This design comes from an exercise in tuning for small area, a short achievable clock period and few clock cycles per item on the open sky130 flow, not from production work.
The RTL was checked by simulation tests, not by an equivalence proof against the original design.

==> flow/constraint.sdc <==
create_clock -name core_clock -period 11.0 [get_ports {clk}]
set_input_delay 2.2000 -clock core_clock [delete_from_list [all_inputs] [get_ports {clk}]]
set_output_delay 2.2000 -clock core_clock [all_outputs]
set_load 0.01 [all_outputs]
==> flow/config.mk <==
export PLATFORM = sky130hd
export DESIGN_NAME = hxi_alu
export DESIGN_NICKNAME = hxi_alu
export VERILOG_FILES = /design/flow/design.v
export SDC_FILE = /design/flow/constraint.sdc
export NUM_CORES = 4
export LEC_CHECK = 0
export CAP_MARGIN = 40
export CORE_MARGIN = 2
export CORE_UTILIZATION = 28
export SETUP_SLACK_MARGIN = 4.0
export SLEW_MARGIN = 40
==> flow/design.v <==
module hxi_alu (
    input  wire        clk,
    input  wire        rst,
    input  wire        start,
    output wire        ready,
    input  wire [4:0]  fn,
    input  wire [2:0]  ty,
    input  wire [2:0]  ty2,
    input  wire        d,
    input  wire [63:0] wa_in,
    input  wire [63:0] wb_in,
    input  wire [4:0]  flags_in,
    output reg         done,
    output reg  [63:0] wa_out,
    output reg  [63:0] wb_out,
    output wire [4:0]  flags_out,
    output reg  [1:0]  fault
);
    localparam FN_ADD = 5'h00, FN_SUB = 5'h01, FN_MUL = 5'h02, FN_DIV = 5'h03,
               FN_MOD = 5'h04, FN_NEG = 5'h05, FN_ABS = 5'h06, FN_MIN = 5'h07,
               FN_MAX = 5'h08, FN_SQRT = 5'h09, FN_AND = 5'h0A, FN_OR = 5'h0B,
               FN_XOR = 5'h0C, FN_NOT = 5'h0D, FN_SHL = 5'h0E, FN_SHR = 5'h0F,
               FN_SAR = 5'h10, FN_ROL = 5'h11, FN_CVT = 5'h12, FN_TRUNC = 5'h13,
               FN_MOV = 5'h14, FN_SWP = 5'h15, FN_CLRW = 5'h16, FN_SEXTB = 5'h17,
               FN_SEXTH = 5'h18;
    localparam T_I32 = 3'd3, T_U32 = 3'd4, T_I64 = 3'd5;
    localparam F_NONE = 2'd0, F_ILLEGAL = 2'd1, F_DIVZERO = 2'd2;
    localparam I_RUN  = 0,      
               I_EMUL = 1,      
               I_MUL  = 2,      
               I_EDIV = 3,      
               I_DIV  = 4,      
               I_FIN  = 5;      
    localparam S_RUN = 6'b000001, S_EMUL = 6'b000010, S_MUL = 6'b000100,
               S_EDIV = 6'b001000, S_DIV = 6'b010000, S_FIN = 6'b100000;
    reg  [5:0]  state;
    reg         rdy;
    reg         v1;         
    reg  [4:0]  r_fn;
    reg  [2:0]  r_ty, r_ty2;
    reg         r_d;
    reg  [4:0]  r_flags;
    reg         r_ill, r_dz;
    reg  [63:0] X, Y;       
    reg  [66:0] acc;        
    wire [11:0] in_enc;
    wire        in_bsel;
    reg  [11:0] benc;       
    reg  [7:0]  bencb;      
    reg  [5:0]  cnt;
    reg  [3:0]  r_n;        
    reg         r_swap;     
    reg         r_msel;     
    reg  [6:0]  r_lzn, r_lzd;   
    reg         c_neg, c_sub;   
    reg         c_div, c_mul, c_swp;
    reg  [5:0]  r_ramt;         
    localparam R_AD = 0, R_AM = 1, R_MIN = 2, R_MAX = 3, R_AND = 4, R_OR = 5,
               R_XOR = 6, R_NOT = 7, R_SHL = 8, R_SHR = 9, R_SAR = 10, R_ROL = 11,
               R_CVT = 12, R_Y = 13, R_SXB = 14, R_SXH = 15;
    reg  [15:0] sel;
    reg         sa, sb;     
    assign ready = rdy;
    wire [63:0] in_dst = d ? wb_in : wa_in;
    wire [63:0] in_oth = d ? wa_in : wb_in;
    wire in_ty_int  = (ty == T_I32) || (ty == T_U32) || (ty == T_I64);
    wire in_ty2_int = (ty2 == T_I32) || (ty2 == T_U32) || (ty2 == T_I64);
    wire in_ill = (fn > FN_SEXTH) || !in_ty_int || (fn == FN_SQRT) || (fn == FN_TRUNC) ||
                  ((fn == FN_CVT) ? !in_ty2_int : (ty2 != 3'd0));
    wire in_isdiv = (fn == FN_DIV) || (fn == FN_MOD);
    wire in_dz  = in_isdiv && (in_oth[31:0] == 32'd0) && ((ty != T_I64) || (in_oth[63:32] == 32'd0));
    wire in_mul = !in_ill && (fn == FN_MUL);
    wire in_div = !in_ill && in_isdiv && !in_dz;
    wire accept = start && rdy;
    function [3:0] sigbytes;
        input [63:0] v;
        input [2:0]  t;
        reg   [63:0] e;
        reg   [62:0] df;      
        reg   [7:0]  seg;     
        reg          up;
        integer k;
        begin
            e  = (t == T_I32) ? {{32{v[31]}}, v[31:0]} :
                 (t == T_U32) ? {32'd0, v[31:0]} : v;
            df = e[62:0] ^ e[63:1];
            for (k = 1; k <= 7; k = k + 1)
                seg[k] = |df[8 * k - 1 +: 8];
            seg[0] = 1'b0;
            sigbytes = 4'd8;
            up = 1'b0;
            for (k = 7; k >= 1; k = k - 1) begin
                up = up | seg[k];
                if (!up) sigbytes = k;
            end
        end
    endfunction
    wire [3:0] in_nwa  = sigbytes(wa_in, ty);
    wire [3:0] in_nwb  = sigbytes(wb_in, ty);
    wire [3:0] in_ndst = d ? in_nwb : in_nwa;
    wire [3:0] in_noth = d ? in_nwa : in_nwb;
    wire       in_swap = (in_ndst < in_noth);           
    wire [63:0] in_wm  = (ty == T_I64) ? 64'hFFFF_FFFF_FFFF_FFFF : 64'h0000_0000_FFFF_FFFF;
    wire       in_nega = (ty != T_U32) && ((ty == T_I64) ? wa_in[63] : wa_in[31]);
    wire       in_negb = (ty != T_U32) && ((ty == T_I64) ? wb_in[63] : wb_in[31]);
    wire [6:0] in_lza  = lzc64((in_nega ? ~wa_in : wa_in) & in_wm);
    wire [6:0] in_lzb  = lzc64((in_negb ? ~wb_in : wb_in) & in_wm);
    wire       in_dneg = d ? in_negb : in_nega;
    wire [6:0] in_lzn  = d ? in_lzb : in_lza;
    wire [6:0] in_lzd  = d ? in_lza : in_lzb;
    wire        fin    = state[I_FIN];
    reg         is32, signd;    
    wire [63:0] wmask  = is32 ? 64'h0000_0000_FFFF_FFFF : 64'hFFFF_FFFF_FFFF_FFFF;
    wire [63:0] a_m    = X & wmask;                                   
    wire [63:0] b_m    = Y & wmask;                                   
    wire [63:0] a_sx   = is32 ? {{32{X[31]}}, X[31:0]} : X;           
    wire [63:0] b_sx   = is32 ? {{32{Y[31]}}, Y[31:0]} : Y;
    wire [63:0] a_val  = signd ? a_sx : a_m;                         
    wire [63:0] b_val  = signd ? b_sx : b_m;
    wire        a_neg  = signd & a_sx[63];
    wire        b_neg  = signd & b_sx[63];
    wire        a_top  = is32 ? X[31] : X[63];                       
    wire        b_top  = is32 ? Y[31] : Y[63];
    wire [63:0] q_abs  = c_div ? X : Y;
    wire        q_neg  = c_div ? (sa ^ sb) : sa;
    wire        ad_neg = fin || c_neg;                            
    wire        ad_sub = fin || c_sub;
    wire [63:0] ad_op1 = ad_neg ? 64'd0 : a_m;
    wire [63:0] ad_op2 = fin ? q_abs : ad_neg ? a_m : b_m;
    wire [64:0] ad     = {1'b0, ad_op1} + {ad_sub, ad_sub ? ~ad_op2 : ad_op2} + {64'd0, ad_sub};
    wire        ad_top = is32 ? ad[31] : ad[63];
    wire        v_add  = (a_top ^ ad_top) & (b_top ^ ad_top);
    wire        v_sub  = (a_top ^ b_top) & (a_top ^ ad_top);
    wire        a_lt_b = signd ? (ad_top ^ v_sub) : ad[64];
    wire [5:0]  sh     = Y[5:0];
    wire [5:0]  ramt   = r_ramt;       
    wire [63:0] rin    = is32 ? {X[31:0], X[31:0]} : X;
    reg  [63:0] rot;
    integer ri;
    always @(*) begin
        rot = rin;
        for (ri = 0; ri < 6; ri = ri + 1)
            if (ramt[ri]) rot = (rot << (1 << ri)) | (rot >> (64 - (1 << ri)));
    end
    reg  [63:0] m_l;       
    reg  [63:0] m_r;       
    integer mi;
    always @(*) begin
        for (mi = 0; mi < 64; mi = mi + 1)
            m_l[mi] = (sh <= mi);
        for (mi = 0; mi < 64; mi = mi + 1)
            m_r[mi] = is32 ? ((mi < 32) ? m_l[31 - mi] : 1'b0) : m_l[63 - mi];
    end
    wire        sh_nz  = (sh != 6'd0);
    wire        sh_inw = !is32 || (sh <= 6'd32);
    wire        rot_top = is32 ? rot[31] : rot[63];
    wire [64:0] cvt_src = {a_val[63] & signd, a_val};
    wire        cvt_lo  = (r_ty2 == T_I32) ? ($signed(cvt_src) < -65'sd2147483648) :
                          (r_ty2 == T_U32) ? cvt_src[64] : 1'b0;
    wire        cvt_hi  = (r_ty2 == T_I32) ? ($signed(cvt_src) > 65'sd2147483647) :
                          (r_ty2 == T_U32) ? ($signed(cvt_src) > 65'sd4294967295) :
                          ($signed(cvt_src) > 65'sd9223372036854775807);
    wire [63:0] cvt_val = cvt_lo ? ((r_ty2 == T_I32) ? 64'hFFFF_FFFF_8000_0000 : 64'd0) :
                          cvt_hi ? ((r_ty2 == T_I32) ? 64'h0000_0000_7FFF_FFFF :
                                    (r_ty2 == T_U32) ? 64'h0000_0000_FFFF_FFFF :
                                                       64'h7FFF_FFFF_FFFF_FFFF) :
                          cvt_src[63:0];
    reg  [2:0]  s_rty;     
    reg         s_v, s_c;
    reg  [63:0] s_oth;     
    always @(*) begin
        s_rty = r_ty;
        s_v   = 1'b0;
        s_c   = 1'b0;
        s_oth = c_swp ? X : Y;
        case (r_fn)
            FN_ADD: begin
                s_c   = is32 ? ad[32] : ad[64];
                s_v   = v_add;
            end
            FN_SUB: begin
                s_c   = ad[64];
                s_v   = v_sub;
            end
            FN_NEG: begin
                s_c   = ad[64];
                s_v   = a_top & ad_top;
            end
            FN_ABS:   s_v   = a_neg & ad_top;
            FN_SHL:   s_c   = sh_nz & sh_inw & rot[0];
            FN_SHR:   s_c   = sh_nz & sh_inw & rot_top;
            FN_SAR:   s_c   = sh_nz & (sh_inw ? rot_top : a_sx[63]);
            FN_ROL:   s_c   = sh_nz & rot[0];
            FN_CVT: begin
                s_rty = r_ty2;
                s_v   = cvt_lo | cvt_hi;
            end
            default: ;
        endcase
    end
    wire        pick_a = (sel[R_MIN] & a_lt_b) | (sel[R_MAX] & ~a_lt_b) | sel[R_AM];
    wire        pick_b = (sel[R_MIN] & ~a_lt_b) | (sel[R_MAX] & a_lt_b);
    wire [63:0] s_res  = ({64{sel[R_AD]}}  & ad[63:0]) |
                         ({64{pick_a}}      & a_m) |
                         ({64{pick_b}}      & b_m) |
                         ({64{sel[R_AND]}} & (X & Y)) |
                         ({64{sel[R_OR]}}  & (X | Y)) |
                         ({64{sel[R_XOR]}} & (X ^ Y)) |
                         ({64{sel[R_NOT]}} & ~X) |
                         ({64{sel[R_SHL]}} & (rot & m_l)) |
                         ({64{sel[R_SHR]}} & (rot & m_r)) |
                         ({64{sel[R_SAR]}} & ((rot & m_r) | (~m_r & {64{a_sx[63]}}))) |
                         ({64{sel[R_ROL]}} & rot) |
                         ({64{sel[R_CVT]}} & cvt_val) |
                         ({64{sel[R_Y]}}   & Y) |
                         ({64{sel[R_SXB]}} & {{56{X[7]}}, X[7:0]}) |
                         ({64{sel[R_SXH]}} & {{48{X[15]}}, X[15:0]});
    wire        m_first = state[I_EMUL];
    wire [11:0] in_encd = booth_enc({in_dst[7:0], 1'b0});
    assign in_enc  = booth_enc({in_oth[7:0], 1'b0});
    assign in_bsel = in_mul && in_swap;
    wire [63:0] m_a     = r_msel ? b_val : a_val;               
    wire [63:0] m_y     = m_first ? (r_swap ? a_val : b_val) : Y;  
    wire [64:0] m_acc   = acc[64:0];
    function [11:0] booth_enc;
        input [8:0] bb;
        integer j;
        begin
            for (j = 0; j < 4; j = j + 1) begin
                booth_enc[3 * j]     = bb[2 * j + 1] ^ bb[2 * j];
                booth_enc[3 * j + 1] = (bb[2 * j +: 3] == 3'b100) || (bb[2 * j +: 3] == 3'b011);
                booth_enc[3 * j + 2] = bb[2 * j + 2];
            end
        end
    endfunction
    function [72:0] booth_pp;      
        input [2:0]  nto;          
        input [1:0]  tob;          
        input [63:0] a;
        input [63:0] b;
        reg   [65:0] ax, bx, mag;
        reg          neg;
        begin
            neg = nto[2];
            ax  = {{2{a[63]}}, a};
            bx  = {{2{b[63]}}, b};
            mag = ({66{nto[0]}} & ax) | ({66{nto[1]}} & {ax[64:0], 1'b0}) |
                  ({66{tob[0]}} & bx) | ({66{tob[1]}} & {bx[64:0], 1'b0});
            booth_pp = {{7{neg ^ mag[65]}}, (neg ? ~mag : mag)};
        end
    endfunction
    wire [72:0] m_pp0 = booth_pp(benc[2:0], bencb[1:0], a_val, b_val);
    wire [72:0] m_pp1 = booth_pp(benc[5:3], bencb[3:2], a_val, b_val);
    wire [72:0] m_pp2 = booth_pp(benc[8:6], bencb[5:4], a_val, b_val);
    wire [72:0] m_pp3 = booth_pp(benc[11:9], bencb[7:6], a_val, b_val);
    wire [72:0] m_neg = {66'd0, benc[11], 1'b0, benc[8], 1'b0, benc[5], 1'b0, benc[2]};
    function [145:0] csa;          
        input [72:0] a, b, c;
        begin
            csa = {((a & b) | (a & c) | (b & c)) << 1, a ^ b ^ c};
        end
    endfunction
    wire [72:0] m_acx = {{8{m_acc[64]}}, m_acc};
    wire [145:0] m_l1a = csa(m_acx, m_pp0, {m_pp1[70:0], 2'b0});
    wire [145:0] m_l1b = csa({m_pp2[68:0], 4'b0}, {m_pp3[66:0], 6'b0}, m_neg);
    wire [145:0] m_l2  = csa(m_l1a[72:0], m_l1a[145:73], m_l1b[72:0]);
    wire [145:0] m_l3  = csa(m_l2[72:0], m_l2[145:73], m_l1b[145:73]);
    wire [72:0] m_sum = m_l3[72:0] + m_l3[145:73];
    function [6:0] lzc64;          
        input [63:0] v;
        reg [31:0] z1; reg [31:0] c1;
        reg [15:0] z2; reg [31:0] c2;
        reg [7:0]  z3; reg [23:0] c3;
        reg [3:0]  z4; reg [15:0] c4;
        reg [1:0]  z5; reg [9:0]  c5;
        reg        z6; reg [5:0]  c6;
        integer i;
        begin
            for (i = 0; i < 32; i = i + 1) begin
                z1[i] = ~(v[2 * i + 1] | v[2 * i]);
                c1[i] = ~v[2 * i + 1];
            end
            for (i = 0; i < 16; i = i + 1) begin
                z2[i] = z1[2 * i + 1] & z1[2 * i];
                c2[2 * i +: 2] = z1[2 * i + 1] ? {1'b1, c1[2 * i]} : {1'b0, c1[2 * i + 1]};
            end
            for (i = 0; i < 8; i = i + 1) begin
                z3[i] = z2[2 * i + 1] & z2[2 * i];
                c3[3 * i +: 3] = z2[2 * i + 1] ? {1'b1, c2[4 * i +: 2]} : {1'b0, c2[4 * i + 2 +: 2]};
            end
            for (i = 0; i < 4; i = i + 1) begin
                z4[i] = z3[2 * i + 1] & z3[2 * i];
                c4[4 * i +: 4] = z3[2 * i + 1] ? {1'b1, c3[6 * i +: 3]} : {1'b0, c3[6 * i + 3 +: 3]};
            end
            for (i = 0; i < 2; i = i + 1) begin
                z5[i] = z4[2 * i + 1] & z4[2 * i];
                c5[5 * i +: 5] = z4[2 * i + 1] ? {1'b1, c4[8 * i +: 4]} : {1'b0, c4[8 * i + 4 +: 4]};
            end
            z6 = z5[1] & z5[0];
            c6 = z5[1] ? {1'b1, c5[0 +: 5]} : {1'b0, c5[5 +: 5]};
            lzc64 = z6 ? 7'd64 : {1'b0, c6};
        end
    endfunction
    wire [63:0] b_mag  = b_neg ? (~b_sx + 64'd1) : b_m;
    wire [63:0] a_mag  = a_neg ? (ad[63:0] & wmask) : a_m;
    wire [7:0]  d_k    = {1'b0, r_lzd} - {1'b0, r_lzn};    
    wire [6:0]  d_sh   = d_k[6:0] | 7'd1;
    wire [66:0] d_al   = {3'd0, b_mag} << d_sh;
    wire [68:0] d_d1   = {2'd0, acc};                 
    wire [68:0] d_d2   = {3'd0, acc[66:1]};           
    wire [68:0] d_ry   = {5'd0, Y};                   
    wire [68:0] d_t1   = d_ry - d_d1;
    wire [68:0] d_t2   = d_ry - d_d2;
    wire [68:0] d_cs   = d_ry ^ ~d_d1 ^ ~d_d2;       
    wire [68:0] d_cc   = ((d_ry & ~d_d1) | (d_ry & ~d_d2) | (~d_d1 & ~d_d2)) << 1;
    wire [68:0] d_t3   = d_cs - ~{d_cc[68:1], 1'b1};  
    wire        d_ok1  = !d_t1[68];
    wire        d_ok2  = d_ok1 ? !d_t3[68] : !d_t2[68];
    wire [63:0] d_r2   = d_ok1 ? (d_ok2 ? d_t3[63:0] : d_t1[63:0])
                               : (d_ok2 ? d_t2[63:0] : Y);
    wire [127:0] m_cat = {acc[63:0], Y} >> {(4'd8 - r_n), 3'd0};
    wire [63:0]  m_p   = m_cat[63:0];
    wire [130:0] m_c   = {acc, Y};
    wire [66:0]  m_df  = m_c[129:63] ^ m_c[130:64];    
    reg  [8:1]   m_seg;
    reg          m_hfit, m_up;
    integer      hk;
    always @(*) begin
        for (hk = 1; hk <= 8; hk = hk + 1)
            m_seg[hk] = |m_df[64 - 8 * hk +: 8];
        m_hfit = 1'b0;
        m_up   = |m_df[66:64];
        for (hk = 1; hk <= 8; hk = hk + 1) begin
            m_up = m_up | m_seg[hk];
            if (r_n == hk) m_hfit = !m_up;
        end
    end
    reg  [63:0] p_res;
    reg         p_v;
    always @(*) begin
        if (c_mul) begin
            p_res = m_p;
            case (r_ty)
                T_I32:   p_v = !((m_p[63:31] == 33'd0) || (m_p[63:31] == {33{1'b1}}));
                T_U32:   p_v = (m_p[63:32] != 32'd0);
                default: p_v = !m_hfit;
            endcase
        end else begin
            p_res = q_neg ? ad[63:0] : q_abs;
            p_v   = c_div && signd && !(sa ^ sb) && (is32 ? X[31] : X[63]);
        end
    end
    function [63:0] extend;
        input [63:0] v;
        input [2:0]  t;
        begin
            case (t)
                T_I32:   extend = {{32{v[31]}}, v[31:0]};
                T_U32:   extend = {32'd0, v[31:0]};
                default: extend = v;
            endcase
        end
    endfunction
    reg  [63:0] e_dst, e_oth;
    reg  [1:0]  e_fault;
    always @(*) begin
        if (r_ill) begin
            e_dst = X; e_oth = Y; e_fault = F_ILLEGAL;
        end else if (r_dz) begin
            e_dst = X; e_oth = Y; e_fault = F_DIVZERO;
        end else begin
            e_dst   = c_swp ? s_res : extend(s_res, s_rty);
            e_oth   = s_oth;
            e_fault = F_NONE;
        end
    end
    wire [63:0] f_dst   = extend(p_res, r_ty);
    reg         o_pass, o_side, o_w64;
    reg  [4:0]  o_flags;
    wire [63:0] o_dst = o_side ? wb_out : wa_out;
    wire        o_z   = o_w64 ? (o_dst == 64'd0) : (o_dst[31:0] == 32'd0);
    wire        o_n   = o_w64 ? o_dst[63] : o_dst[31];
    assign flags_out = o_pass ? o_flags : {o_flags[4:2], o_n, o_z};
    always @(posedge clk) begin
        if (rst) begin
            state <= S_RUN;
            rdy   <= 1'b1;
            v1    <= 1'b0;
            done  <= 1'b0;
        end else begin
            done <= 1'b0;
            v1   <= 1'b0;
            case (1'b1)
                state[I_RUN]: begin
                    if (v1)
                        done <= 1'b1;
                end
                state[I_EMUL]: begin
                    cnt <= {2'd0, r_n} - 6'd1;
                    if (r_n == 4'd1) begin
                        state <= S_FIN;
                        rdy   <= 1'b1;
                    end else
                        state <= S_MUL;
                end
                state[I_MUL]: begin
                    cnt <= cnt - 6'd1;
                    if (cnt == 6'd1) begin
                        state <= S_FIN;
                        rdy   <= 1'b1;
                    end
                end
                state[I_EDIV]: begin
                    cnt <= d_k[6:1] + 6'd1;
                    if (d_k[7]) begin
                        state <= S_FIN;
                        rdy   <= 1'b1;
                    end else
                        state <= S_DIV;
                end
                state[I_DIV]: begin
                    cnt <= cnt - 6'd1;
                    if (cnt == 6'd1) begin
                        state <= S_FIN;
                        rdy   <= 1'b1;
                    end
                end
                state[I_FIN]: begin
                    done  <= 1'b1;
                    state <= S_RUN;
                end
            endcase
            if (accept) begin
                v1    <= 1'b1;
                state <= in_mul ? S_EMUL : in_div ? S_EDIV : S_RUN;
                rdy   <= !(in_mul || in_div);
            end
        end
    end
    always @(posedge clk) begin
        if (accept) begin
            r_fn    <= fn;
            r_ty    <= ty;
            is32    <= (ty != T_I64);
            signd   <= (ty != T_U32);
            r_ty2   <= ty2;
            r_d     <= d;
            r_flags <= flags_in;
            r_ill   <= in_ill;
            r_dz    <= in_dz;
            X       <= in_dst;
            Y       <= in_oth;
            r_n     <= in_swap ? in_ndst : in_noth;
            r_swap  <= in_swap;
            r_msel  <= in_mul && in_swap;
            r_lzn   <= in_lzn - {6'd0, in_dneg};    
            r_lzd   <= in_lzd;
            c_neg   <= (fn == FN_NEG) || (fn == FN_ABS) || (fn == FN_DIV) || (fn == FN_MOD);
            c_sub   <= (fn != FN_ADD);
            c_div   <= (fn == FN_DIV);
            c_mul   <= (fn == FN_MUL);
            c_swp   <= (fn == FN_SWP);
            r_ramt  <= ((fn == FN_SHL) || (fn == FN_ROL)) ? in_oth[5:0] : (6'd0 - in_oth[5:0]);
            sel[R_AD]  <= (fn == FN_ADD) || (fn == FN_SUB) || (fn == FN_NEG) || ((fn == FN_ABS) && in_dneg);
            sel[R_AM]  <= (fn == FN_ABS) && !in_dneg;
            sel[R_MIN] <= (fn == FN_MIN);
            sel[R_MAX] <= (fn == FN_MAX);
            sel[R_AND] <= (fn == FN_AND);
            sel[R_OR]  <= (fn == FN_OR);
            sel[R_XOR] <= (fn == FN_XOR);
            sel[R_NOT] <= (fn == FN_NOT);
            sel[R_SHL] <= (fn == FN_SHL);
            sel[R_SHR] <= (fn == FN_SHR);
            sel[R_SAR] <= (fn == FN_SAR);
            sel[R_ROL] <= (fn == FN_ROL);
            sel[R_CVT] <= (fn == FN_CVT);
            sel[R_Y]   <= (fn == FN_MOV) || (fn == FN_SWP);
            sel[R_SXB] <= (fn == FN_SEXTB);
            sel[R_SXH] <= (fn == FN_SEXTH);
            acc     <= 67'd0;
            benc    <= in_bsel ? (in_encd & 12'b100_100_100_100) : in_enc;
            bencb   <= in_bsel ? {in_encd[10:9], in_encd[7:6], in_encd[4:3], in_encd[1:0]} : 8'd0;
        end else begin
            r_msel <= 1'b0;
            case (1'b1)
                state[I_EMUL], state[I_MUL]: begin
                    X     <= m_a;
                    Y     <= {m_sum[7:0], m_y[63:8]};
                    benc  <= booth_enc(m_y[15:7]);
                    bencb <= 8'd0;
                    acc   <= {{2{m_sum[72]}}, m_sum[72:8]};
                end
                state[I_EDIV]: begin
                    X   <= 64'd0;
                    Y   <= a_mag;
                    acc <= d_al;
                    sa  <= a_neg;
                    sb  <= b_neg;
                end
                state[I_DIV]: begin
                    X   <= {X[61:0], d_ok1, d_ok2};
                    Y   <= d_r2;
                    acc <= {2'b0, acc[66:2]};
                end
                default: ;
            endcase
        end
    end
    always @(posedge clk) begin
        if (fin) begin
            fault   <= F_NONE;
            o_pass  <= 1'b0;
            o_side  <= r_d;
            o_w64   <= !is32;
            o_flags <= {1'b0, 1'b0, p_v, 2'b00};
            if (r_d) wb_out <= f_dst;
            else     wa_out <= f_dst;
        end else if (state[I_RUN] || state[I_EMUL] || state[I_EDIV]) begin
            fault   <= e_fault;
            o_pass  <= r_ill || r_dz;
            o_side  <= r_d;
            o_w64   <= (s_rty == T_I64);
            o_flags <= (r_ill || r_dz) ? r_flags : {1'b0, s_c, s_v, 2'b00};
            wa_out  <= r_d ? e_oth : e_dst;
            wb_out  <= r_d ? e_dst : e_oth;
        end
    end
endmodule
==> flow/run.sh <==
#!/bin/bash
# synth_recipe.tcl (not shown) runs the flow's synth.tcl, then flattens the netlist and writes it again
# the make line also repeats each setting of config.mk as NAME=value (left out here)
make -C /OpenROAD-flow-scripts/flow DESIGN_CONFIG=/design/flow/config.mk WORK_HOME=/design/flow/orfs CLKGATE_MAP_FILE= SYNTH_SCRIPT=/design/flow/synth_recipe.tcl finish
==> impl_metrics.ini, run 1 <==
[setup_path]
r2r_end = wb_out[34]$_DFFE_PP_
cp.arrival_ns = 7.76
cp_cell_sequence = buf_4, inv_1, nor2_1, ha_1, a21o_1, a21o_1, a221oi_1, inv_1, o211a_1, o21ai_1, o21ai_0, a21boi_0, xor2_2, o221ai_1, a21o_1, nor3b_1, o31a_1
reg2reg_slack_ns = 3.78
critPathMaxFanout = 14
ff2ff_path_depth = 17
crit_buf_inv = 3
reg2reg_from = X[11]$_DFFE_PP_
critPathKind = reg -> reg
max_stage_delay_ns = 0.75
cp_common_cell = a21o_1
crit_family = compound AO/OA/AOI/OAI gates
worst_path_max_delay_cell = edfxtp_1
worstPathRequired_ns = 11.54
crit_path_end_kind = flop
cp-start-kind = flop

[timing]
skew_ns = 0.106
finalHoldWorstSlack_ns = 0.456
fin_crit_sh = 0.656
setup_violations = 0
tightest_slew_ns = 1.05
slew_headroom = 0.278
max_freq_mhz = 139
min_period_ns = 7.22
report.final.slew_viol_count = 0
rsz0062_at_grt = true
setup_ws_ns = 3.78
hold_viol_final = 0
fin_setup_tns_ns = 0

[global_routing]
grt_max_degree = 174
track_usage = 0.448
grt_remaining_overflow = 0
grt_pass1_vias = 108125
antenna_found_initial = 149
grt_pass1_wl_um = 1050000

[hold_path]
holdPathStages = 1
hold_path.startpoint = r_flags[4]$_DFFE_PP_
whs_endpoint = o_flags[4]$_SDFFE_PP0P_
hold_path.class = reg -> reg

[clock_network]
ctsLongestPathBuffers = 4
clkTransAtPathRegs_ns = 0.06
cts.htree.levels = 3
cts_tree = yes
cts_hold_buf = 0
clock-sinks = 438
cts_buffers = 71
root_buffer = clkbuf_16
clk_latency_ns = 0.88

[logic_synthesis]
syn_nets = 13795
synthArstFlopShare = 0
synth_top_area_cell = edfxtp_1
synthesis.area_um2 = 96000
seq_area_frac_synth = 0.128
synthFlopType = edfxtp_1
synth_compound_area_frac = 0.317
netlist_instances = 12738
synthXorXnorAreaFrac = 0.0650
synthMuxAreaShare = 0.112
synth_top_family_by_area = compound AO/OA/AOI/OAI gates
synth-adder-area-share = 0.140
yosys_register_bits = 438
ys_types = 98
synth-simple-area-share = 0.163
synth.avg_cell_area_um2 = 7.54
synth_top_area_share = 0.111
synth_warnings = 1
synth_edf_count = 354
synth_area_leaders = edfxtp_1 11%, ha_1 8.3%, a21oi_1 5.7%

[routing]
antenna_left = 0
drt_wl_total_um = 812000
num_vias = 120372
drtIter0Drc = 21566
via_per_inst = 6.95
drt_first_pass_iters = 13
wl_per_cell_um = 46.9
drc = 0

[floorplan]
fp.coreArea_um2 = 342000
chipHeight_um = 590
ios = 285
placementRows = 215
start_util = 0.281
die_area_um2 = 348000
die_w_um = 590

[flow_run]
maxCapViolCount = 0

[final_layout]
fin_util = 0.324
nFillCells = 36888
area_growth_pct = 15.7
drive_above_1_share = 0.131
layoutNonFillerInstCount = 17308
postLayoutCellArea_um2 = 111000
fin_nets = 13665

[placement]
preCtsSetupSlack_ns = 2.88
place_inst = 16975
placed_area_um2 = 106000
routabilityCongestion = 1.14
io_buffers = 284
post-dp-hpwl_um = 636000

[run_status]
status = no timing/DRC/antenna violations
## routing by layer
layer	up-vias	GRT usage	wire length (µm)
met5	-	0.0194	1280
met4	90	0.389	88200
met3	2769	0.206	118000
met2	10620	0.603	309000
met1	59438	0.530	295000
li1	47455	-	-
## kinds of logic (layout without fill, tap and decap cells)
logic type | Yosys count | after routing
xor+xnor | 712 | 712
other cells | 0 | 96
buf+inv | 1902 | 1819
compound gates | 4521 | 4521
flops | 438 | 438
mux | 822 | 822
fa+ha+maj | 910 | 910
simple gates | 3433 | 3433
## how the worst max path moves through the flow
stage                     cells past startpoint                    from  slack [ns]              endpoint
after floorplan                              31          is32$_DFFE_PP_        4.00  acc[63]$_SDFFE_PP0P_
after global placement                       24          is32$_DFFE_PP_        2.69  acc[57]$_SDFFE_PP0P_
after global routing                         23  bencb[0]$_SDFFCE_PN0P_        3.87  acc[63]$_SDFFE_PP0P_
after detailed placement                     22          is32$_DFFE_PP_        2.88  acc[61]$_SDFFE_PP0P_
final                                        17         X[11]$_DFFE_PP_        3.78  wb_out[34]$_DFFE_PP_
after CTS                                    26          is32$_DFFE_PP_        4.00  acc[56]$_SDFFE_PP0P_
## flip-flops by register name (all words and copies together), names as in the netlist, 8 cells and up
signal and count:
acc 67, X 64, Y 64, wa_out 64, wb_out 64, sel 16, benc 12, bencb 8
## synthesized netlist by cell type, types with 64 or more instances
cell type and count:
inv_1 643, mux2_2 119, mux4_2 189, and2_1 64
o22ai_1 67, o21bai_1 78, nand2_1 1225, clkbuf_1 1005
o211ai_1 142, edfxtp_1 354, or3_1 66, a21oi_1 1093
xor2_1 195, a22o_1 267, nand4_1 143, ha_1 640
a211oi_1 173, o21a_1 83, nor4_1 115, a221oi_1 521
o221ai_1 89, a31oi_1 147, nand2b_1 80, dfxtp_1 84
nor2_1 992, mux2i_1 514, nand3_1 262, fa_1 269
a21o_1 280, nor3_1 178, o21ai_0 966, and3_1 83
nor2b_1 78, xnor2_1 517, buf_1 196
## timing repair
item                                    CTS  global route
pin swaps                                 9            12
resized for setup                       106           119
gates cloned                              3             4
hold endpoints to repair                  0             0
endpoints found under the setup margin  237           116
setup buffers                            53            43
## final cells by class
type | instances | area, µm² | share of cell area
timing repair buffer | 1042 | 9170 | 0.0826
inverter | 657 | 2520 | 0.0227
sequential | 438 | 12300 | 0.111
clock inverter | 31 | 387 | 0.00348
tap | 4557 | 5700 | 0.0514
multi-input combinational | 10398 | 78800 | 0.709
antenna | 96 | 240 | 0.00216
clock buffer | 89 | 1930 | 0.0173
## worst register-to-register path: stages, from the launching register on
cell,delay (ns)
edfxtp_1,0.75
buf_4,0.44
inv_1,0.19
nor2_1,0.66
ha_1,0.49
a21o_1,0.23
a21o_1,0.18
a221oi_1,0.57
inv_1,0.14
o211a_1,0.31
o21ai_1,0.53
o21ai_0,0.29
a21boi_0,0.37
xor2_2,0.54
o221ai_1,0.40
a21o_1,0.38
nor3b_1,0.20
o31a_1,0.29
## layout by cell type (no fill, tap or decap), drive strengths merged, types with 84 or more instances in the layout
cell	instances
fa	269
mux2	119
a211oi	173
inv	647
nand2	1225
nor4	116
mux4	189
clkbuf	97
nand4	143
nand3	262
dfxtp	84
edfxtp	354
a22o	267
o221ai	89
diode	96
buf	753
mux2i	514
ha	640
o211ai	142
o21ai	979
xor2	195
a221oi	521
nor3	178
a21oi	1094
xnor2	517
clkdlybuf4s50	278
a31oi	147
nor2	993
a21o	280
Testbench counts, summed over its fixed seeds: cycles 16,030, ops 6,000.
==> run 2: changes to the inputs <==
--- a/flow/design.v
+++ b/flow/design.v
@@ -12,8 +12,8 @@
     input  wire [4:0]  flags_in,
     output reg         done,
-    output reg  [63:0] wa_out,
-    output reg  [63:0] wb_out,
+    output wire [63:0] wa_out,
+    output wire [63:0] wb_out,
     output wire [4:0]  flags_out,
-    output reg  [1:0]  fault
+    output wire [1:0]  fault
 );
     localparam FN_ADD = 5'h00, FN_SUB = 5'h01, FN_MUL = 5'h02, FN_DIV = 5'h03,
@@ -50,4 +50,11 @@
     reg  [5:0]  cnt;
     reg  [3:0]  r_n;        
+    reg  [63:0] L;          
+    reg         mfin;       
+    reg  [2:0]  m_ty;       
+    reg         m_d;
+    reg  [3:0]  m_n;
+    reg  [63:0] wa_r, wb_r;     
+    reg  [1:0]  fault_r;
     reg         r_swap;     
     reg         r_msel;     
@@ -221,6 +228,6 @@
     assign in_bsel = in_mul && in_swap;
     wire [63:0] m_a     = r_msel ? b_val : a_val;               
-    wire [63:0] m_y     = m_first ? (r_swap ? a_val : b_val) : Y;  
-    wire [64:0] m_acc   = acc[64:0];
+    wire [63:0] m_y     = m_first ? (r_swap ? a_val : b_val) : L;  
+    wire [64:0] m_acc   = m_first ? 65'd0 : acc[64:0];
     function [11:0] booth_enc;
         input [8:0] bb;
@@ -319,7 +326,7 @@
     wire [63:0] d_r2   = d_ok1 ? (d_ok2 ? d_t3[63:0] : d_t1[63:0])
                                : (d_ok2 ? d_t2[63:0] : Y);
-    wire [127:0] m_cat = {acc[63:0], Y} >> {(4'd8 - r_n), 3'd0};
+    wire [127:0] m_cat = {acc[63:0], L} >> {(4'd8 - m_n), 3'd0};
     wire [63:0]  m_p   = m_cat[63:0];
-    wire [130:0] m_c   = {acc, Y};
+    wire [130:0] m_c   = {acc, L};
     wire [66:0]  m_df  = m_c[129:63] ^ m_c[130:64];    
     reg  [8:1]   m_seg;
@@ -333,5 +340,5 @@
         for (hk = 1; hk <= 8; hk = hk + 1) begin
             m_up = m_up | m_seg[hk];
-            if (r_n == hk) m_hfit = !m_up;
+            if (m_n == hk) m_hfit = !m_up;
         end
     end
@@ -339,15 +346,6 @@
     reg         p_v;
     always @(*) begin
-        if (c_mul) begin
-            p_res = m_p;
-            case (r_ty)
-                T_I32:   p_v = !((m_p[63:31] == 33'd0) || (m_p[63:31] == {33{1'b1}}));
-                T_U32:   p_v = (m_p[63:32] != 32'd0);
-                default: p_v = !m_hfit;
-            endcase
-        end else begin
-            p_res = q_neg ? ad[63:0] : q_abs;
-            p_v   = c_div && signd && !(sa ^ sb) && (is32 ? X[31] : X[63]);
-        end
+        p_res = q_neg ? ad[63:0] : q_abs;
+        p_v   = c_div && signd && !(sa ^ sb) && (is32 ? X[31] : X[63]);
     end
     function [63:0] extend;
@@ -376,10 +374,25 @@
     end
     wire [63:0] f_dst   = extend(p_res, r_ty);
+    reg         mf_v;
+    always @(*) begin
+        case (m_ty)
+            T_I32:   mf_v = !((m_p[63:31] == 33'd0) || (m_p[63:31] == {33{1'b1}}));
+            T_U32:   mf_v = (m_p[63:32] != 32'd0);
+            default: mf_v = !m_hfit;
+        endcase
+    end
+    wire [63:0] mf_dst = extend(m_p, m_ty);
+    wire        mf_z   = (m_ty == T_I64) ? (m_p == 64'd0) : (m_p[31:0] == 32'd0);
+    wire        mf_n   = (m_ty == T_I64) ? m_p[63] : m_p[31];
     reg         o_pass, o_side, o_w64;
     reg  [4:0]  o_flags;
-    wire [63:0] o_dst = o_side ? wb_out : wa_out;
+    wire [63:0] o_dst = o_side ? wb_r : wa_r;
     wire        o_z   = o_w64 ? (o_dst == 64'd0) : (o_dst[31:0] == 32'd0);
     wire        o_n   = o_w64 ? o_dst[63] : o_dst[31];
-    assign flags_out = o_pass ? o_flags : {o_flags[4:2], o_n, o_z};
+    assign flags_out = mfin ? {2'b00, mf_v, mf_n, mf_z} :
+                       o_pass ? o_flags : {o_flags[4:2], o_n, o_z};
+    assign wa_out    = (mfin && !m_d) ? mf_dst : wa_r;
+    assign wb_out    = (mfin && m_d) ? mf_dst : wb_r;
+    assign fault     = mfin ? F_NONE : fault_r;
     always @(posedge clk) begin
         if (rst) begin
@@ -388,7 +401,9 @@
             v1    <= 1'b0;
             done  <= 1'b0;
+            mfin  <= 1'b0;
         end else begin
             done <= 1'b0;
             v1   <= 1'b0;
+            mfin <= 1'b0;
             case (1'b1)
                 state[I_RUN]: begin
@@ -399,15 +414,20 @@
                     cnt <= {2'd0, r_n} - 6'd1;
                     if (r_n == 4'd1) begin
-                        state <= S_FIN;
-                        rdy   <= 1'b1;
-                    end else
+                        state <= S_RUN;
+                        done  <= 1'b1;
+                        mfin  <= 1'b1;
+                    end else begin
                         state <= S_MUL;
+                        rdy   <= (r_n == 4'd2);
+                    end
                 end
                 state[I_MUL]: begin
                     cnt <= cnt - 6'd1;
                     if (cnt == 6'd1) begin
-                        state <= S_FIN;
-                        rdy   <= 1'b1;
-                    end
+                        state <= S_RUN;
+                        done  <= 1'b1;
+                        mfin  <= 1'b1;
+                    end else
+                        rdy   <= (cnt == 6'd2);
                 end
                 state[I_EDIV]: begin
@@ -434,9 +454,37 @@
                 v1    <= 1'b1;
                 state <= in_mul ? S_EMUL : in_div ? S_EDIV : S_RUN;
-                rdy   <= !(in_mul || in_div);
+                rdy   <= !((in_mul && (in_swap ? in_ndst : in_noth) != 4'd1) || in_div);
             end
         end
     end
     always @(posedge clk) begin
+        r_msel <= 1'b0;
+        case (1'b1)
+            state[I_EMUL], state[I_MUL]: begin
+                X     <= m_a;
+                L     <= {m_sum[7:0], m_y[63:8]};
+                benc  <= booth_enc(m_y[15:7]);
+                bencb <= 8'd0;
+                acc   <= {{2{m_sum[72]}}, m_sum[72:8]};
+                if (m_first) begin
+                    m_ty <= r_ty;
+                    m_d  <= r_d;
+                    m_n  <= r_n;
+                end
+            end
+            state[I_EDIV]: begin
+                X   <= 64'd0;
+                Y   <= a_mag;
+                acc <= d_al;
+                sa  <= a_neg;
+                sb  <= b_neg;
+            end
+            state[I_DIV]: begin
+                X   <= {X[61:0], d_ok1, d_ok2};
+                Y   <= d_r2;
+                acc <= {2'b0, acc[66:2]};
+            end
+            default: ;
+        endcase
         if (accept) begin
             r_fn    <= fn;
@@ -478,50 +526,25 @@
             sel[R_SXB] <= (fn == FN_SEXTB);
             sel[R_SXH] <= (fn == FN_SEXTH);
-            acc     <= 67'd0;
             benc    <= in_bsel ? (in_encd & 12'b100_100_100_100) : in_enc;
             bencb   <= in_bsel ? {in_encd[10:9], in_encd[7:6], in_encd[4:3], in_encd[1:0]} : 8'd0;
-        end else begin
-            r_msel <= 1'b0;
-            case (1'b1)
-                state[I_EMUL], state[I_MUL]: begin
-                    X     <= m_a;
-                    Y     <= {m_sum[7:0], m_y[63:8]};
-                    benc  <= booth_enc(m_y[15:7]);
-                    bencb <= 8'd0;
-                    acc   <= {{2{m_sum[72]}}, m_sum[72:8]};
-                end
-                state[I_EDIV]: begin
-                    X   <= 64'd0;
-                    Y   <= a_mag;
-                    acc <= d_al;
-                    sa  <= a_neg;
-                    sb  <= b_neg;
-                end
-                state[I_DIV]: begin
-                    X   <= {X[61:0], d_ok1, d_ok2};
-                    Y   <= d_r2;
-                    acc <= {2'b0, acc[66:2]};
-                end
-                default: ;
-            endcase
         end
     end
     always @(posedge clk) begin
         if (fin) begin
-            fault   <= F_NONE;
+            fault_r <= F_NONE;
             o_pass  <= 1'b0;
             o_side  <= r_d;
             o_w64   <= !is32;
             o_flags <= {1'b0, 1'b0, p_v, 2'b00};
-            if (r_d) wb_out <= f_dst;
-            else     wa_out <= f_dst;
+            if (r_d) wb_r <= f_dst;
+            else     wa_r <= f_dst;
         end else if (state[I_RUN] || state[I_EMUL] || state[I_EDIV]) begin
-            fault   <= e_fault;
+            fault_r <= e_fault;
             o_pass  <= r_ill || r_dz;
             o_side  <= r_d;
             o_w64   <= (s_rty == T_I64);
             o_flags <= (r_ill || r_dz) ? r_flags : {1'b0, s_c, s_v, 2'b00};
-            wa_out  <= r_d ? e_oth : e_dst;
-            wb_out  <= r_d ? e_dst : e_oth;
+            wa_r    <= r_d ? e_oth : e_dst;
+            wb_r    <= r_d ? e_dst : e_oth;
         end
     end
--- a/flow/config.mk
+++ b/flow/config.mk
@@ -8,5 +8,5 @@
 export CAP_MARGIN = 40
 export CORE_MARGIN = 2
-export CORE_UTILIZATION = 28
+export CORE_UTILIZATION = 25
 export SETUP_SLACK_MARGIN = 4.0
 export SLEW_MARGIN = 40
==> impl_metrics.ini, run 2 <==
[run_status]
status = no timing/DRC/antenna violations

[hold_path]
holdPathStages = 2
hold_path.class = reg -> reg
hold_path.startpoint = o_flags[3]$_SDFFE_PP0P_

[floorplan]
fp.coreArea_um2 = 385000
start_util = 0.251
ios = 285
placementRows = 228
die_w_um = 626
die_area_um2 = 392000
chipHeight_um = 626

[logic_synthesis]
synthMuxAreaShare = 0.0945
ys_types = 98
synth_top_cells_by_count = 1308 x nand2_1, 1127 x a21oi_1, 1087 x o21ai_0, 1007 x clkbuf_1, 958 x nor2_1
synth_top_family_by_area = compound AO/OA/AOI/OAI gates
synthFlopType = edfxtp_1
synth_edf_count = 492
synth.avg_cell_area_um2 = 7.54
seq_area_frac_synth = 0.157
synth_area_leaders = edfxtp_1 15%, ha_1 8.3%, mux2i_1 6.4%
synth_warnings = 1
synthXorXnorAreaFrac = 0.0639
synthMostInstantiatedCell = nand2_1
syn_nets = 13883
synthArstFlopShare = 0
yosys_register_bits = 510
synthesis.area_um2 = 96700
synth_top_area_share = 0.153
netlist_instances = 12822
synth_compound_area_frac = 0.309
synth-adder-area-share = 0.139
synth_top_area_cell = edfxtp_1
synth-simple-area-share = 0.162

[final_layout]
area_growth_pct = 19.3
final_cell_mix = 1272 x nand2_1, 1077 x a21oi_1, 948 x o21ai_0
top_register = acc
final_common_cell = nand2_1
largest_reg_flops = 67
fin_nets = 13903
drive_above_1_share = 0.135

[routing]
drtIter0Drc = 22438
drt_first_pass_iters = 9
drc = 0
antenna_left = 0
via_per_inst = 6.64
num_vias = 120619
wl_per_cell_um = 42.6
drt_wl_total_um = 774000

[timing]
slew_headroom = 0.275
report.final.slew_viol_count = 0
fin_setup_tns_ns = 0
hold_viol_final = 0
rsz0062_at_grt = true
tightest_slew_ns = 1.08
max_freq_mhz = 137
min_period_ns = 7.29
fin_crit_sh = 0.663
skew_ns = 0.101
setup_violations = 0

[global_routing]
grt_remaining_overflow = 0
antenna_found_initial = 136
track_usage = 0.375
grt_max_degree = 161
grt_pass1_wl_um = 1000000
grt_pass1_vias = 106688

[flow_run]
maxCapViolCount = 0

[setup_path]
worstPathRequired_ns = 11.54
crit_path_end_kind = flop
cp-start-kind = flop
critPathKind = reg -> reg
cp.arrival_ns = 7.83
reg2reg_from = X[3]$_DFFE_PP_
ff2ff_path_depth = 19
cp-startpoint = X[3]$_DFFE_PP_
critPathMaxFanout = 9

[clock_network]
clk_latency_ns = 0.88
cts_buffers = 81
root_buffer = clkbuf_16
cts_tree = yes
cts.htree.levels = 3
ctsLongestPathBuffers = 4
clkTransAtPathRegs_ns = 0.06
clock-sinks = 510

[placement]
post-dp-hpwl_um = 600000
routabilityCongestion = 1.15
io_buffers = 284
[run 2: changes by cell type in the layout (fill, tap and decap cells not counted), sizes merged, moves of 38 or more]
cell	delta
a221oi	-90
a22oi	+48
buf	+106
dfxtp	-66
edfxtp	+138
mux2i	+100
mux4	-104
nand2	+83
o21ai	+117
o22ai	+38
xnor2	-77
xor2	+73
[run 2: layout make-up]
class                   instances  area [µm²]
fillers                     41690      270000
multi-input cells           10406       77300
flip-flops and latches        510       15100
repair buffers               1160       10900
well taps                    5175        6470
inverters                     683        2650
clock buffers                  97        2210
clock inverters                47         495
diodes                        100         250
[run 2: cells by family after synthesis]
group,after synthesis
simple gates,3464
mux,795
fa+ha+maj,914
flops,510
compound gates,4524
buf+inv,1909
xor+xnor,706
[run 2: critical path: stages (launching register included)]
cell and delay (ns):
edfxtp_1 0.92, buf_4 0.48, mux2i_1 0.15, xor2_1 0.16
o21ai_0 0.27, ha_1 0.36, o211ai_1 0.20, a21o_1 0.16
a31o_2 0.22, a211o_1 0.28, nand3_1 0.30, a311o_1 0.42
buf_4 0.23, a21oi_1 0.26, o21ai_0 0.19, xnor2_1 0.63
nor2_1 0.12, a21oi_1 0.80, o21ai_0 0.54, o21a_1 0.24
[run 2: what timing repair did]
action,in CTS,in global routing
hold buffers,0,0
setup endpoints to repair,305,189
gates resized for setup,275,197
pin swaps,35,85
cloned,12,9
buffers inserted,114,85
[run 2: metrics by stage]
step	util	setup WS (ns)	cell area, µm²	std cells	hold WS (ns)
after floorplan	-	3.29	96900	12822	0.416
after global placement	0.277	2.57	107000	17663	0.431
after detailed placement	0.280	2.54	108000	17703	0.432
after CTS	0.293	3.89	113000	17973	0.441
after global routing	0.299	3.85	115000	18088	0.452
final	0.299	3.71	115000	18178	0.443
[run 2: path summary, 6_finish.rpt]
check / endpoint / slack, ns
max: wa_r[38]$_DFFE_PP_ / 3.71
min: o_flags[3]$_SDFFE_PP0P_ / 0.44
max reg2reg: wa_r[38]$_DFFE_PP_ / 3.71
min reg2reg: o_flags[3]$_SDFFE_PP0P_ / 0.44
[run 2: per-layer routing]
metal	wire, µm	up-vias	global-route usage
li1	-	47697	-
met1	284000	59065	0.447
met2	285000	10948	0.493
met3	130000	2819	0.209
met4	73600	90	0.280
met5	1650	-	0.0164
Testbench counts of run 2, summed over its fixed seeds: cycles 14,416, ops 6,000.
==> run 3: changes to the inputs <==
--- a/flow/design.v
+++ b/flow/design.v
@@ -55,9 +55,11 @@
     reg         m_d;
     reg  [3:0]  m_n;
-    reg  [63:0] wa_r, wb_r;     
+    reg  [63:0] dst_r, oth_r;   
+    reg  [1:0]  o_xs;           
     reg  [1:0]  fault_r;
     reg         r_swap;     
     reg         r_msel;     
     reg  [6:0]  r_lzn, r_lzd;   
+    reg         r_dneg;         
     reg         c_neg, c_sub;   
     reg         c_div, c_mul, c_swp;
@@ -65,6 +67,7 @@
     localparam R_AD = 0, R_AM = 1, R_MIN = 2, R_MAX = 3, R_AND = 4, R_OR = 5,
                R_XOR = 6, R_NOT = 7, R_SHL = 8, R_SHR = 9, R_SAR = 10, R_ROL = 11,
-               R_CVT = 12, R_Y = 13, R_SXB = 14, R_SXH = 15;
-    reg  [15:0] sel;
+               R_CVT = 12, R_Y = 13, R_SXB = 14, R_SXH = 15, R_X = 16;
+    reg  [16:0] sel;
+    reg  [15:0] in_sel;
     reg         sa, sb;     
     assign ready = rdy;
@@ -80,32 +83,4 @@
     wire in_div = !in_ill && in_isdiv && !in_dz;
     wire accept = start && rdy;
-    function [3:0] sigbytes;
-        input [63:0] v;
-        input [2:0]  t;
-        reg   [63:0] e;
-        reg   [62:0] df;      
-        reg   [7:0]  seg;     
-        reg          up;
-        integer k;
-        begin
-            e  = (t == T_I32) ? {{32{v[31]}}, v[31:0]} :
-                 (t == T_U32) ? {32'd0, v[31:0]} : v;
-            df = e[62:0] ^ e[63:1];
-            for (k = 1; k <= 7; k = k + 1)
-                seg[k] = |df[8 * k - 1 +: 8];
-            seg[0] = 1'b0;
-            sigbytes = 4'd8;
-            up = 1'b0;
-            for (k = 7; k >= 1; k = k - 1) begin
-                up = up | seg[k];
-                if (!up) sigbytes = k;
-            end
-        end
-    endfunction
-    wire [3:0] in_nwa  = sigbytes(wa_in, ty);
-    wire [3:0] in_nwb  = sigbytes(wb_in, ty);
-    wire [3:0] in_ndst = d ? in_nwb : in_nwa;
-    wire [3:0] in_noth = d ? in_nwa : in_nwb;
-    wire       in_swap = (in_ndst < in_noth);           
     wire [63:0] in_wm  = (ty == T_I64) ? 64'hFFFF_FFFF_FFFF_FFFF : 64'h0000_0000_FFFF_FFFF;
     wire       in_nega = (ty != T_U32) && ((ty == T_I64) ? wa_in[63] : wa_in[31]);
@@ -116,4 +91,11 @@
     wire [6:0] in_lzn  = d ? in_lzb : in_lza;
     wire [6:0] in_lzd  = d ? in_lza : in_lzb;
+    wire [6:0] in_sba  = 7'd72 - in_lza;
+    wire [6:0] in_sbb  = 7'd72 - in_lzb;
+    wire [3:0] in_nwa  = in_sba[6:3];
+    wire [3:0] in_nwb  = in_sbb[6:3];
+    wire [3:0] in_ndst = d ? in_nwb : in_nwa;
+    wire [3:0] in_noth = d ? in_nwa : in_nwb;
+    wire       in_swap = (in_ndst < in_noth);           
     wire        fin    = state[I_FIN];
     reg         is32, signd;    
@@ -222,5 +204,6 @@
                          ({64{sel[R_Y]}}   & Y) |
                          ({64{sel[R_SXB]}} & {{56{X[7]}}, X[7:0]}) |
-                         ({64{sel[R_SXH]}} & {{48{X[15]}}, X[15:0]});
+                         ({64{sel[R_SXH]}} & {{48{X[15]}}, X[15:0]}) |
+                         ({64{sel[R_X]}}   & X);
     wire        m_first = state[I_EMUL];
     wire [11:0] in_encd = booth_enc({in_dst[7:0], 1'b0});
@@ -311,5 +294,5 @@
     wire [63:0] b_mag  = b_neg ? (~b_sx + 64'd1) : b_m;
     wire [63:0] a_mag  = a_neg ? (ad[63:0] & wmask) : a_m;
-    wire [7:0]  d_k    = {1'b0, r_lzd} - {1'b0, r_lzn};    
+    wire [7:0]  d_k    = {1'b0, r_lzd} - {1'b0, r_lzn} + {7'd0, r_dneg};    
     wire [6:0]  d_sh   = d_k[6:0] | 7'd1;
     wire [66:0] d_al   = {3'd0, b_mag} << d_sh;
@@ -360,18 +343,19 @@
         end
     endfunction
-    reg  [63:0] e_dst, e_oth;
-    reg  [1:0]  e_fault;
-    always @(*) begin
-        if (r_ill) begin
-            e_dst = X; e_oth = Y; e_fault = F_ILLEGAL;
-        end else if (r_dz) begin
-            e_dst = X; e_oth = Y; e_fault = F_DIVZERO;
-        end else begin
-            e_dst   = c_swp ? s_res : extend(s_res, s_rty);
-            e_oth   = s_oth;
-            e_fault = F_NONE;
+    wire [1:0]  e_fault = r_ill ? F_ILLEGAL : r_dz ? F_DIVZERO : F_NONE;
+    function [1:0] xcode;
+        input [2:0] t;
+        begin
+            xcode = (t == T_I32) ? 2'd1 : (t == T_U32) ? 2'd2 : 2'd0;
         end
-    end
-    wire [63:0] f_dst   = extend(p_res, r_ty);
+    endfunction
+    function [63:0] xapply;
+        input [63:0] v;
+        input [1:0]  x;
+        begin
+            xapply = (x == 2'd1) ? {{32{v[31]}}, v[31:0]} :
+                     (x == 2'd2) ? {32'd0, v[31:0]} : v;
+        end
+    endfunction
     reg         mf_v;
     always @(*) begin
@@ -387,12 +371,32 @@
     reg         o_pass, o_side, o_w64;
     reg  [4:0]  o_flags;
-    wire [63:0] o_dst = o_side ? wb_r : wa_r;
+    wire [63:0] o_dst = dst_r;
     wire        o_z   = o_w64 ? (o_dst == 64'd0) : (o_dst[31:0] == 32'd0);
     wire        o_n   = o_w64 ? o_dst[63] : o_dst[31];
     assign flags_out = mfin ? {2'b00, mf_v, mf_n, mf_z} :
                        o_pass ? o_flags : {o_flags[4:2], o_n, o_z};
-    assign wa_out    = (mfin && !m_d) ? mf_dst : wa_r;
-    assign wb_out    = (mfin && m_d) ? mf_dst : wb_r;
+    wire [63:0] p_dst = mfin ? mf_dst : xapply(dst_r, o_xs);
+    wire        p_sd  = mfin ? m_d : o_side;
+    assign wa_out    = p_sd ? oth_r : p_dst;
+    assign wb_out    = p_sd ? p_dst : oth_r;
     assign fault     = mfin ? F_NONE : fault_r;
+    always @(*) begin
+        in_sel[R_AD]  = (fn == FN_ADD) || (fn == FN_SUB) || (fn == FN_NEG) || ((fn == FN_ABS) && in_dneg);
+        in_sel[R_AM]  = (fn == FN_ABS) && !in_dneg;
+        in_sel[R_MIN] = (fn == FN_MIN);
+        in_sel[R_MAX] = (fn == FN_MAX);
+        in_sel[R_AND] = (fn == FN_AND);
+        in_sel[R_OR]  = (fn == FN_OR);
+        in_sel[R_XOR] = (fn == FN_XOR);
+        in_sel[R_NOT] = (fn == FN_NOT);
+        in_sel[R_SHL] = (fn == FN_SHL);
+        in_sel[R_SHR] = (fn == FN_SHR);
+        in_sel[R_SAR] = (fn == FN_SAR);
+        in_sel[R_ROL] = (fn == FN_ROL);
+        in_sel[R_CVT] = (fn == FN_CVT);
+        in_sel[R_Y]   = (fn == FN_MOV) || (fn == FN_SWP);
+        in_sel[R_SXB] = (fn == FN_SEXTB);
+        in_sel[R_SXH] = (fn == FN_SEXTH);
+    end
     always @(posedge clk) begin
         if (rst) begin
@@ -502,5 +506,6 @@
             r_swap  <= in_swap;
             r_msel  <= in_mul && in_swap;
-            r_lzn   <= in_lzn - {6'd0, in_dneg};    
+            r_lzn   <= in_lzn;
+            r_dneg  <= in_dneg;             
             r_lzd   <= in_lzd;
             c_neg   <= (fn == FN_NEG) || (fn == FN_ABS) || (fn == FN_DIV) || (fn == FN_MOD);
@@ -508,22 +513,7 @@
             c_div   <= (fn == FN_DIV);
             c_mul   <= (fn == FN_MUL);
-            c_swp   <= (fn == FN_SWP);
+            c_swp   <= (fn == FN_SWP) && !in_ill;
             r_ramt  <= ((fn == FN_SHL) || (fn == FN_ROL)) ? in_oth[5:0] : (6'd0 - in_oth[5:0]);
-            sel[R_AD]  <= (fn == FN_ADD) || (fn == FN_SUB) || (fn == FN_NEG) || ((fn == FN_ABS) && in_dneg);
-            sel[R_AM]  <= (fn == FN_ABS) && !in_dneg;
-            sel[R_MIN] <= (fn == FN_MIN);
-            sel[R_MAX] <= (fn == FN_MAX);
-            sel[R_AND] <= (fn == FN_AND);
-            sel[R_OR]  <= (fn == FN_OR);
-            sel[R_XOR] <= (fn == FN_XOR);
-            sel[R_NOT] <= (fn == FN_NOT);
-            sel[R_SHL] <= (fn == FN_SHL);
-            sel[R_SHR] <= (fn == FN_SHR);
-            sel[R_SAR] <= (fn == FN_SAR);
-            sel[R_ROL] <= (fn == FN_ROL);
-            sel[R_CVT] <= (fn == FN_CVT);
-            sel[R_Y]   <= (fn == FN_MOV) || (fn == FN_SWP);
-            sel[R_SXB] <= (fn == FN_SEXTB);
-            sel[R_SXH] <= (fn == FN_SEXTH);
+            sel     <= (in_ill || in_dz) ? (17'd1 << R_X) : {1'b0, in_sel};
             benc    <= in_bsel ? (in_encd & 12'b100_100_100_100) : in_enc;
             bencb   <= in_bsel ? {in_encd[10:9], in_encd[7:6], in_encd[4:3], in_encd[1:0]} : 8'd0;
@@ -536,7 +526,7 @@
             o_side  <= r_d;
             o_w64   <= !is32;
+            o_xs    <= xcode(r_ty);
             o_flags <= {1'b0, 1'b0, p_v, 2'b00};
-            if (r_d) wb_r <= f_dst;
-            else     wa_r <= f_dst;
+            dst_r   <= p_res;
         end else if (state[I_RUN] || state[I_EMUL] || state[I_EDIV]) begin
             fault_r <= e_fault;
@@ -544,7 +534,8 @@
             o_side  <= r_d;
             o_w64   <= (s_rty == T_I64);
+            o_xs    <= (r_ill || r_dz || c_swp) ? 2'd0 : xcode(s_rty);
             o_flags <= (r_ill || r_dz) ? r_flags : {1'b0, s_c, s_v, 2'b00};
-            wa_r    <= r_d ? e_oth : e_dst;
-            wb_r    <= r_d ? e_dst : e_oth;
+            dst_r   <= s_res;
+            oth_r   <= s_oth;
         end
     end
--- a/flow/config.mk
+++ b/flow/config.mk
@@ -8,5 +8,5 @@
 export CAP_MARGIN = 40
 export CORE_MARGIN = 2
-export CORE_UTILIZATION = 25
+export CORE_UTILIZATION = 27
 export SETUP_SLACK_MARGIN = 4.0
 export SLEW_MARGIN = 40
==> impl_metrics.ini, run 3 <==
[logic_synthesis]
yosys_register_bits = 514
synth_warnings = 1
synth_top_area_share = 0.156
synthesis.area_um2 = 95200
synth_top_area_cell = edfxtp_1
synthArstFlopShare = 0
synth_top_family_by_area = compound AO/OA/AOI/OAI gates
synth_edf_count = 496
netlist_instances = 12437
synth.avg_cell_area_um2 = 7.66
synth-simple-area-share = 0.164
synth-adder-area-share = 0.142
synthMostInstantiatedCell = nand2_1
synthXorXnorAreaFrac = 0.0636
ys_types = 105
synth_top_cells_by_count = 1438 x nand2_1, 1003 x o21ai_0, 964 x a21oi_1, 910 x clkbuf_1, 829 x nor2_1
synth_compound_area_frac = 0.291
synth_area_leaders = edfxtp_1 16%, ha_1 8.5%, mux2i_1 7.3%
seq_area_frac_synth = 0.160
syn_nets = 13503
synthMuxAreaShare = 0.107
synthFlopType = edfxtp_1

[clock_network]
cts_tree = yes
cts_buffers = 76
cts.htree.levels = 3
clock-sinks = 514
ctsLongestPathBuffers = 3
root_buffer = clkbuf_16
clkTransAtPathRegs_ns = 0.07
clk_latency_ns = 0.82

[floorplan]
ios = 285
die_area_um2 = 357000
start_util = 0.271
fp.coreArea_um2 = 352000
die_w_um = 598
placementRows = 218
chipHeight_um = 598

[final_layout]
area_growth_pct = 18.5
largest_reg_flops = 67
drive_above_1_share = 0.136
final_cell_mix = 1411 x nand2_1, 918 x a21oi_1, 892 x o21ai_0
top_register = acc
fin_nets = 13573
nFillCells = 37662
fin_util = 0.321
final_common_cell = nand2_1

[timing]
rsz0062_at_grt = true
tightest_slew_ns = 1.08
setup_ws_ns = 3.91
min_period_ns = 7.09
setup_violations = 0
report.final.slew_viol_count = 0
skew_ns = 0.104
fin_crit_sh = 0.645
fin_setup_tns_ns = 0
max_freq_mhz = 141
hold_viol_final = 0
slew_headroom = 0.258

[routing]
drt_wl_total_um = 716000
via_per_inst = 6.64
drc = 0
antenna_left = 0
drtIter0Drc = 19851
wl_per_cell_um = 41.5
drt_first_pass_iters = 10
num_vias = 114620

[flow_run]
maxCapViolCount = 0

[global_routing]
antenna_found_initial = 130
grt_pass1_wl_um = 940000
track_usage = 0.383
grt_max_degree = 117
grt_pass1_vias = 103378
grt_remaining_overflow = 0

[setup_path]
cp.arrival_ns = 7.45
worst_path_max_delay_cell = a211oi_2
crit_buf_inv = 2
worstPathRequired_ns = 11.36
crit_path_end_kind = flop
critPathMaxFanout = 66
critPathKind = reg -> reg
path_depth = 17
max_stage_delay_ns = 0.93
crit_family = compound AO/OA/AOI/OAI gates
reg2reg_slack_ns = 3.91
cp-start-kind = flop
cp_cell_sequence = buf_12, mux2i_1, xor2_1, o21ai_0, ha_2, nand4_1, nor4_4, a22o_1, o21ai_0, o211ai_1, buf_4, o221ai_1, or2_1, a211oi_2, mux2_8, a221oi_1, a211oi_2
ff2ff_path_depth = 17

[placement]
preCtsSetupSlack_ns = 1.67
io_buffers = 284
routabilityCongestion = 1.11
post-dp-hpwl_um = 552000

[hold_path]
hold_path.class = reg -> reg
holdPathStages = 1

[run_status]
status = no timing/DRC/antenna violations
run 3: cell count changes after synthesis, sizes merged, moves of 83 or more:
cell    change
a21oi     -162
clkbuf     -97
mux2i      +85
nand2     +130
nor2      -129
o21ai      -83
run 3: timing repair:
item / CTS / global route
setup buffers: 164 / 81
pin swaps: 38 / 49
endpoints found under the setup margin: 258 / 206
hold buffers: 0 / 0
cloned: 18 / 6
gates resized for setup: 309 / 205
run 3: cell families after synthesis:
kind of cell	after synthesis
AOI/OAI and AO/OA	4151
xor gates and xnor gates	692
adders and majority gates	918
buffers and inverters	1812
DFF	514
muxes	898
and+or+nand+nor	3452
run 3: final cells by class:
class / instances / area, µm² / share of cell area
Multi-Input combinational cell: 10112 / 75600 / 0.669
Sequential cell: 514 / 15300 / 0.135
Timing Repair Buffer: 1126 / 10700 / 0.0949
Tap cell: 4620 / 5780 / 0.0512
Inverter: 677 / 2740 / 0.0242
Clock buffer: 86 / 1950 / 0.0173
Clock inverter: 55 / 669 / 0.00593
Antenna cell: 78 / 195 / 0.00173
run 3: metal layers:
layer / part of all wire / GRT usage
met3: 0.15 / 0.174
met1: 0.37 / 0.456
met2: 0.38 / 0.523
met4: 0.10 / 0.309
met5: 0.0010 / 0.00455
run 3: final timing paths:
path,to,from
max reg2reg,dst_r[49]$_DFFE_PP_,c_neg$_DFFE_PP_
min,o_flags[4]$_SDFFE_PP0P_,r_flags[4]$_DFFE_PP_
max,dst_r[49]$_DFFE_PP_,c_neg$_DFFE_PP_
min reg2reg,o_flags[4]$_SDFFE_PP0P_,r_flags[4]$_DFFE_PP_
run 3: stage by stage:
step                area, µm²  std cells  hold slack (ns)
finish                 113000      17268            0.464
global route           113000      17205            0.492
CTS                    111000      17097            0.471
detailed placement     105000      16774            0.450
global placement       104000      16751            0.446
floorplan               95500      12437            0.421
Testbench counts of run 3, summed over its fixed seeds: cycles 14,416, ops 6,000.

[re-timing with driven ports]
In the flow no input, the clock included, has a driving cell. The finished layouts below were timed again as built, in two steps. Step 1: set_driving_cell puts a clkbuf_16 on clk and a buf_2 on each other input, an assumption about the parent block. Step 2 moves the port delays by t, midway between the first and last clock arrival at a register: inputs arrive t later, outputs are due t later. That takes back most of the time a late clock gives input paths. Three values: ideal, step 1, step 2; two values: the first two.
run | t (ns) | setup WS [ns] | latest minus earliest clock arrival (ns) | pins driven straight from the clock port
run 1 | 0.930 | 3.782 / 3.782 / 3.378 | 0.105 / 0.106 | 1
run 2 | 0.940 | 3.711 / 3.685 / 3.305 | 0.101 / 0.101 | 1
run 3 | 0.866 | 3.910 / 3.853 / 3.361 | 0.114 / 0.113 | 1
After both steps setup and hold are still met in every run listed. For run 3, which loses most, drivers alone change the setup slack by -0.057 ns; drivers and shift together by -0.549 ns.
